This is an optimization exercise on Yosys and OpenROAD, whose aim is small area and a short achievable clock period, not a production implementation. Only the layout flow was run in this run; the RTL was not checked for function there. Power is estimated from default activity; no workload was simulated.

==> flow/design.v <==
module rld_ecc_enc (
    input  wire [63:0] data,
    output wire [7:0]  check,
    output wire        dpar      
);
    function [64*7-1:0] dpos_table(input integer unused);
        integer p, n;
        begin
            dpos_table = {64*7{1'b0}};
            n = 0;
            for (p = 1; p < 72; p = p + 1)
                if ((p & (p - 1)) != 0) begin
                    dpos_table[7*n +: 7] = p[6:0];
                    n = n + 1;
                end
        end
    endfunction
    localparam [64*7-1:0] DPOS = dpos_table(0);
    function [63:0] row_mask(input integer h);
        integer j;
        begin
            for (j = 0; j < 64; j = j + 1)
                row_mask[j] = (DPOS[7*j+3 +: 4] == h);
        end
    endfunction
    function [63:0] col_mask(input integer l);
        integer j;
        begin
            for (j = 0; j < 64; j = j + 1)
                col_mask[j] = (DPOS[7*j +: 3] == l);
        end
    endfunction
    wire [8:0] row;
    wire [7:0] col;
    genvar g;
    generate
        for (g = 0; g < 9; g = g + 1) begin : g_row
            assign row[g] = ^(data & row_mask(g));
        end
        for (g = 0; g < 8; g = g + 1) begin : g_col
            assign col[g] = ^(data & col_mask(g));
        end
    endgenerate
    wire c37 = col[3] ^ col[7];
    wire c56 = col[5] ^ col[6];
    wire r37 = row[3] ^ row[7];
    wire r56 = row[5] ^ row[6];
    assign check[0] = col[1] ^ col[5] ^ c37;
    assign check[1] = col[2] ^ col[6] ^ c37;
    assign check[2] = col[4] ^ col[7] ^ c56;
    assign check[3] = row[1] ^ row[5] ^ r37;
    assign check[4] = row[2] ^ row[6] ^ r37;
    assign check[5] = row[4] ^ row[7] ^ r56;
    assign check[6] = row[8];
    assign check[7] = (col[0] ^ col[3]) ^ c56 ^
                      (row[1] ^ row[2]) ^ (row[4] ^ row[7]) ^ row[8];
    assign dpar = ((col[0] ^ col[1]) ^ (col[2] ^ col[4])) ^ (c37 ^ c56);
endmodule
module rld_ecc (
    input  wire        clk,
    input  wire        rst,
    input  wire        in_valid,
    input  wire [71:0] in_code,
    input  wire [63:0] in_wdata,
    input  wire [7:0]  in_bmask,
    input  wire        in_wpoison,
    output reg         out_valid,
    output wire [63:0] out_data,
    output wire [71:0] out_code,
    output reg  [1:0]  out_status,
    output reg  [6:0]  out_syn,
    output wire        out_poison
);
    localparam [1:0] ST_CLEAN  = 2'd0;
    localparam [1:0] ST_CORR   = 2'd1;
    localparam [1:0] ST_POISON = 2'd2;
    localparam [1:0] ST_UE     = 2'd3;
    function [64*7-1:0] dpos_table(input integer unused);
        integer p, n;
        begin
            dpos_table = {64*7{1'b0}};
            n = 0;
            for (p = 1; p < 72; p = p + 1)
                if ((p & (p - 1)) != 0) begin
                    dpos_table[7*n +: 7] = p[6:0];
                    n = n + 1;
                end
        end
    endfunction
    localparam [64*7-1:0] DPOS = dpos_table(0);
    function integer part(input integer j);
        part = (DPOS[7*j+3 +: 4] == j / 8) ? 0 : 1;
    endfunction
    wire [63:0] rd_data = in_code[63:0];
    wire [7:0]  rd_recalc;
    wire        rd_dpar;
    rld_ecc_enc u_chk_enc (
        .data  (rd_data),
        .check (rd_recalc),
        .dpar  (rd_dpar)
    );
    wire [6:0] syn    = in_code[70:64] ^ rd_recalc[6:0];
    wire       parity = rd_dpar ^ (^in_code[71:64]);
    reg [63:0] pre;
    integer b;
    always @* begin
        for (b = 0; b < 8; b = b + 1)
            pre[8*b +: 8] = in_bmask[b] ? in_wdata[8*b +: 8] : rd_data[8*b +: 8];
    end
    wire [7:0] pre_check;
    wire       pre_dpar_unused;
    rld_ecc_enc u_wr_enc (
        .data  (pre),
        .check (pre_check),
        .dpar  (pre_dpar_unused)
    );
    function [7:0] part_cols(input integer b, input integer k);
        integer jj;
        begin
            part_cols = 8'd0;
            for (jj = 8*b; jj < 8*b + 8; jj = jj + 1)
                if (part(jj) == k)
                    part_cols[DPOS[7*jj +: 3]] = 1'b1;
        end
    endfunction
    function integer part_row(input integer b, input integer k);
        part_row = (b == 0) ? k : b + k;
    endfunction
    wire [7:0] syn_col = 8'd1 << syn[2:0];
    function col_in(input [7:0] cols, input [2:0] c);
        col_in = cols[c];
    endfunction
    reg [15:0] hit;
    integer j, k;
    always @* begin
        for (b = 0; b < 8; b = b + 1)
            for (k = 0; k < 2; k = k + 1)
                hit[2*b + k] = parity && !in_bmask[b] &&
                               (syn[6:3] == part_row(b, k)) &&
                               col_in(part_cols(b, k), syn[2:0]);
    end
    reg [63:0] r_npre;       
    reg [7:0]  r_check;
    reg [15:0] r_hit;
    reg [7:0]  r_syn_col;    
    reg        r_syn_nz;     
    reg        r_syn_hi;     
    reg        r_parity;
    reg        r_wpoison;    
    reg        r_full;       
    always @(posedge clk) begin
        if (rst)
            out_valid <= 1'b0;
        else
            out_valid <= in_valid;
        r_npre     <= ~pre;
        r_check    <= pre_check;
        out_syn    <= syn;
        r_hit      <= hit;
        r_syn_col  <= syn_col;
        r_syn_nz   <= (syn != 7'd0);
        r_syn_hi   <= (syn > 7'd71);
        r_parity   <= parity;
        r_wpoison  <= in_wpoison && (in_bmask != 8'h00);
        r_full     <= (in_bmask == 8'hFF);
    end
    wire [6:0] s = out_syn;
    always @* begin
        if (!r_syn_nz)
            out_status = r_parity ? ST_CORR : ST_CLEAN;
        else if (!r_parity)
            out_status = ST_UE;
        else if (s == 7'h7F)
            out_status = ST_POISON;
        else if (!r_syn_hi)
            out_status = ST_CORR;
        else
            out_status = ST_UE;
    end
    wire bad_word = r_syn_nz && (!r_parity || r_syn_hi);
    assign out_poison = r_wpoison || (bad_word && !r_full);
    reg [63:0] flip;
    always @* begin
        for (j = 0; j < 64; j = j + 1)
            flip[j] = r_hit[2*(j/8) + part(j)] && r_syn_col[DPOS[7*j +: 3]];
    end
    wire applied = |r_hit;
    assign out_data = ~(r_npre ^ flip);
    wire [6:0] new_c  = r_check[6:0] ^ (applied ? s : 7'd0) ^ {7{out_poison}};
    wire       new_c7 = r_check[7] ^ (applied & ~(^s));
    assign out_code = {new_c7, new_c, out_data};
endmodule
==> flow/flow/run.sh <==
#!/bin/bash
# The standard layout, with two changes in how cells are chosen:
# - the port buffers are buf_1 cells (buffer_ports -buffer_cell);
# - the 3-input XOR/XNOR cells and the 3- and 4-input ORs are added to the platform's don't-use list,
#   so that synthesis builds the XOR trees from 2-input cells, which are
#   faster and smaller here.
# Every tool's output goes to the ORFS logs; make's own output to standard.log.
export BUFFER_PORTS_ARGS="-buffer_cell sky130_fd_sc_hd__buf_1"
EXTRA="sky130_fd_sc_hd__xnor3_1 sky130_fd_sc_hd__xnor3_2 sky130_fd_sc_hd__xnor3_4 sky130_fd_sc_hd__xor3_1 sky130_fd_sc_hd__xor3_2 sky130_fd_sc_hd__xor3_4 sky130_fd_sc_hd__or4_1 sky130_fd_sc_hd__or4_2 sky130_fd_sc_hd__or4_4 sky130_fd_sc_hd__or4b_1 sky130_fd_sc_hd__or4b_2 sky130_fd_sc_hd__or4b_4 sky130_fd_sc_hd__or4bb_1 sky130_fd_sc_hd__or4bb_2 sky130_fd_sc_hd__or4bb_4 sky130_fd_sc_hd__or3_1 sky130_fd_sc_hd__or3_2 sky130_fd_sc_hd__or3_4 sky130_fd_sc_hd__or3b_1 sky130_fd_sc_hd__or3b_2 sky130_fd_sc_hd__or3b_4"
# The platform's own don't-use list (platforms/sky130hd/config.mk).
PLATFORM="sky130_fd_sc_hd__probe_p_8 sky130_fd_sc_hd__probec_p_8 sky130_fd_sc_hd__lpflow_bleeder_1 sky130_fd_sc_hd__lpflow_clkbufkapwr_1 sky130_fd_sc_hd__lpflow_clkbufkapwr_16 sky130_fd_sc_hd__lpflow_clkbufkapwr_2 sky130_fd_sc_hd__lpflow_clkbufkapwr_4 sky130_fd_sc_hd__lpflow_clkbufkapwr_8 sky130_fd_sc_hd__lpflow_clkinvkapwr_1 sky130_fd_sc_hd__lpflow_clkinvkapwr_16 sky130_fd_sc_hd__lpflow_clkinvkapwr_2 sky130_fd_sc_hd__lpflow_clkinvkapwr_4 sky130_fd_sc_hd__lpflow_clkinvkapwr_8 sky130_fd_sc_hd__lpflow_decapkapwr_12 sky130_fd_sc_hd__lpflow_decapkapwr_3 sky130_fd_sc_hd__lpflow_decapkapwr_4 sky130_fd_sc_hd__lpflow_decapkapwr_6 sky130_fd_sc_hd__lpflow_decapkapwr_8 sky130_fd_sc_hd__lpflow_inputiso0n_1 sky130_fd_sc_hd__lpflow_inputiso0p_1 sky130_fd_sc_hd__lpflow_inputiso1n_1 sky130_fd_sc_hd__lpflow_inputiso1p_1 sky130_fd_sc_hd__lpflow_inputisolatch_1 sky130_fd_sc_hd__lpflow_isobufsrc_1 sky130_fd_sc_hd__lpflow_isobufsrc_16 sky130_fd_sc_hd__lpflow_isobufsrc_2 sky130_fd_sc_hd__lpflow_isobufsrc_4 sky130_fd_sc_hd__lpflow_isobufsrc_8 sky130_fd_sc_hd__lpflow_isobufsrckapwr_16 sky130_fd_sc_hd__lpflow_lsbuf_lh_hl_isowell_tap_1 sky130_fd_sc_hd__lpflow_lsbuf_lh_hl_isowell_tap_2 sky130_fd_sc_hd__lpflow_lsbuf_lh_hl_isowell_tap_4 sky130_fd_sc_hd__lpflow_lsbuf_lh_isowell_4 sky130_fd_sc_hd__lpflow_lsbuf_lh_isowell_tap_1 sky130_fd_sc_hd__lpflow_lsbuf_lh_isowell_tap_2 sky130_fd_sc_hd__lpflow_lsbuf_lh_isowell_tap_4"
bash standard.sh "DONT_USE_CELLS=$EXTRA $PLATFORM" finish > standard.log 2>&1
==> flow/standard.sh <==
#!/bin/bash
# synth_recipe.tcl (not shown) runs the flow's synth.tcl, then flattens the netlist and writes it again
# the make line also repeats each setting of config.mk as NAME=value (left out here)
make -C /OpenROAD-flow-scripts/flow DESIGN_CONFIG=/design/flow/config.mk WORK_HOME=/design/flow/orfs CLKGATE_MAP_FILE= SYNTH_SCRIPT=/design/flow/synth_recipe.tcl "${@:-finish}"
==> flow/config.mk <==
export PLATFORM = sky130hd
export DESIGN_NAME = rld_ecc
export DESIGN_NICKNAME = rld_ecc
export VERILOG_FILES = /design/flow/design.v
export SDC_FILE = /design/flow/constraint.sdc
export NUM_CORES = 4
export LEC_CHECK = 0
export CAP_MARGIN = 20
export CORE_MARGIN = 2
export CORE_UTILIZATION = 40
export SETUP_SLACK_MARGIN = 2.8
export SLEW_MARGIN = 20
==> flow/constraint.sdc <==
create_clock -name core_clock -period 6.0 [get_ports {clk}]
set_input_delay 1.2000 -clock core_clock [delete_from_list [all_inputs] [get_ports {clk}]]
set_output_delay 1.2000 -clock core_clock [all_outputs]
set_load 0.01 [all_outputs]
==> results.txt <==
## placed cells by master, fill, tap and decap left out, types with 2 or more instances in the layout
master	count
inv_8	2
o21a_1	2
xor2_2	4
nand4_1	3
dfxtp_1	108
and2_1	3
nand2b_1	2
nor4_1	6
xnor2_4	3
nand2_1	76
nor2b_1	3
mux2i_2	22
nor3_1	14
or2_2	3
mux2i_4	6
buf_4	17
mux2i_1	42
clkbuf_4	3
inv_1	4
ha_1	3
xnor2_1	219
clkbuf_2	17
clkbuf_16	9
nor4_2	5
a21oi_1	6
buf_2	7
nor2_1	18
inv_2	2
nand3_1	2
buf_1	265
xor2_1	101
xnor2_2	27
## state kept, by name, indices dropped and copies added, names as in the netlist
name and cells:
out_syn 7, out_valid 1, r_check 8, r_full 1
r_hit 16, r_npre 64, r_parity 1, r_syn_col 8
r_syn_hi 1, r_syn_nz 1, r_wpoison 1
## critical path: stages
cell and delay [ns]:
clkdlybuf4s18_2 0.47, mux2i_2 0.36, xnor2_1 0.23, xnor2_1 0.15, xnor2_1 0.38, xnor2_1 0.23
xor2_1 0.30, xor2_1 0.19
## cells by family (layout without fill, tap and decap cells)
group                    Yosys count  count (layout)  share of synthesized area (%)
flip-flops                       109             109                           29.6
AND/OR/NAND/NOR                  144             144                           8.98
adder cells (fa/ha/maj)            3               3                          0.509
multiplexers                      70              70                           9.49
buffers and inverters             94             333                           8.32
AO/OA/AOI/OAI                     12              12                          0.932
XOR/XNOR                         354             354                           42.2
## stage by stage
stage                     total power [mW]  setup WS, ns  utilization [%]
after global placement                3.44          1.61             45.4
after detailed placement              3.45          1.62             45.4
final                                 4.73          2.78             50.9
after global routing                  4.98          2.76             50.9
after CTS                             4.42          2.79             49.0
after floorplan                       2.84          2.91                -
## final timing paths
kind / slack, ns / endpoint / depth (start not counted)
worst max-delay path: 2.78 / r_check[7] / 8
worst min-delay path: 0.98 / out_valid / 2
## what timing repair did
item,CTS,global route
hold buffers,0,0
setup buffers,8,9
endpoints found under the setup margin,41,29
gates resized for setup,54,82
pin swaps,7,15
## where the power goes
group          switching, mW  internal [mW]
Clock                  0.307          0.332
Combinational           1.67           1.37
Sequential             0.169          0.879
Total                   2.15           2.58
## area by class of cell
type / count / area, um^2 / area share (%)
Multi-Input combinational cell: 583 / 5090 / 55.5
Sequential cell: 109 / 2180 / 23.8
Timing Repair Buffer: 311 / 1290 / 14.0
Tap cell: 229 / 287 / 3.12
Clock buffer: 9 / 225 / 2.45
Clock inverter: 7 / 82.6 / 0.900
Inverter: 6 / 22.5 / 0.245
## routing by layer
| metal | vias up | part of all wire (%) | GRT usage, % |
|---|---|---|---|
| met3 | 48 | 7.5 | 4.85 |
| li1 | 2890 | - | - |
| met1 | 2855 | 43 | 34.9 |
| met4 | 0 | 3.1 | 8.95 |
| met5 | - | 0 | 0 |
| met2 | 307 | 46 | 41.3 |
==> flow_summary.toml <==
[status]
status = "complete, no violations"

[sta]
max_slew_margin_pct = 56.3
final-max-slew-violation-count = 0
hold_slack_ns = 0.983
period_minus_slack_ns = 3.22
hold_viol = 0
fmax_mhz = 311
tightest_slew_ns = 0.654
grt_setup_unrepaired = "yes"
fin_crit_sh_pct = 53.6
setup_violations = 0
finalSetupTns_ns = 0

[cts]
tritoncts = "built"
cts_sinks = 109
cts.path.max_buffers = 2
clockRootBuffer = "clkbuf_16"
cts_htree_levels = 3
clkTransAtPathRegs_ns = 0.08
numCtsBuffers = 9

[logic_synthesis]
async_flop_share_pct = 0
synth-edff-count = 0
yosysWarnings = 1
synth_top_area_share_pct = 29.6
ys_seq_area_share_pct = 29.6
syn_area_mm2 = 0.00738
ys_types = 34
ys_top_cells_by_area = "dfxtp_1, xnor2_1, xor2_1"
yosysMostFrequentCell = "xnor2_1"
avgSynthCellArea_um2 = 9.39
syn_nets = 937
syn_inst = 786
synthFlopType = "dfxtp_1"
synth_top_area_cell = "dfxtp_1"
ys_top_cells_by_count = "xnor2_1, dfxtp_1, xor2_1, nand2_1, mux2i_1"
synth_seq_cells = 109

[grt]
grt_pass1_wl_um = 36700
grt_pass1_vias = 5759
antenna_found_initial = 0
grt_overflow = 0
track_usage_pct = 25.8
grt_max_degree = 20

[floorplanning]
num_io_pins = 295
dieWidth_um = 140
num_rows = 49
coreArea_mm2 = 0.0180
die_y_um = 140
initial_core_util_pct = 41.0
dieArea_mm2 = 0.0196

[power]
ir_worst_vdd_mv = 0.343
power.density_mw_per_mm2 = 516
leakagePower_nw = 3.20

[critical_path]
critPathKind = "primary input to flip-flop"
cp-end-kind = "flip-flop"
startpoint_type = "primary input"
path_max_fanout = 12
arrival_ns = 3.51
startpoint = "in_bmask[5]"
required_ns = 6.29

[placement]
hpwl_um = 21600
placed_area_mm2 = 0.00818
gp_congestion = 0.928
port_buffers = 294
placedCellCount = 1221

[layout]
fill_cells = 1754
design_area_mm2 = 0.00917
drive_above_1_share_pct = 14.0
diodes = 0
post_layout_nonfiller_instances = 1254
syn_to_final_growth_pct = 24.3
nNetsFinal = 1171

[hold_path]
hp-class = "primary input to flip-flop"
hp-start = "rst"

[run]
max-cap-violations = 0

[detailed_routing]
wl_um = 26300
drtIter0Drc = 357
vias = 6100
ant_nets = 0
firstDrtPassIters = 4
routed_via_density = 4.86
drcViolationCount = 0
detail_route.wl_per_cell_um = 20.9

==> port drivers added, routing unchanged <==
How much do the figures lean on ideal ports? The routed layout below was timed once more, with nothing changed but the port constraints.
Step 1 sets driving cells, clkbuf_16 on the clock port and buf_2 on the other inputs (assumed; they add their load-dependent delay and slew).
Step 2 times the ports against the registers' clock, not the clock port: input delays grow and output delays shrink by t, the midpoint of the rising clock arrivals with the driver on.
a / b / c = ideal / step 1 / step 2; a / b = the first two.
shift t [ns]: 0.408
slack for setup (ns): 2.782 / 2.799 / 2.390
clock arrival spread, ns: 0.013 / 0.013
cell pins on the clock port's net: 1
After both steps this run still meets setup and hold. The setup slack of this run moves by +0.017 ns with the drivers and by -0.392 ns with both steps.
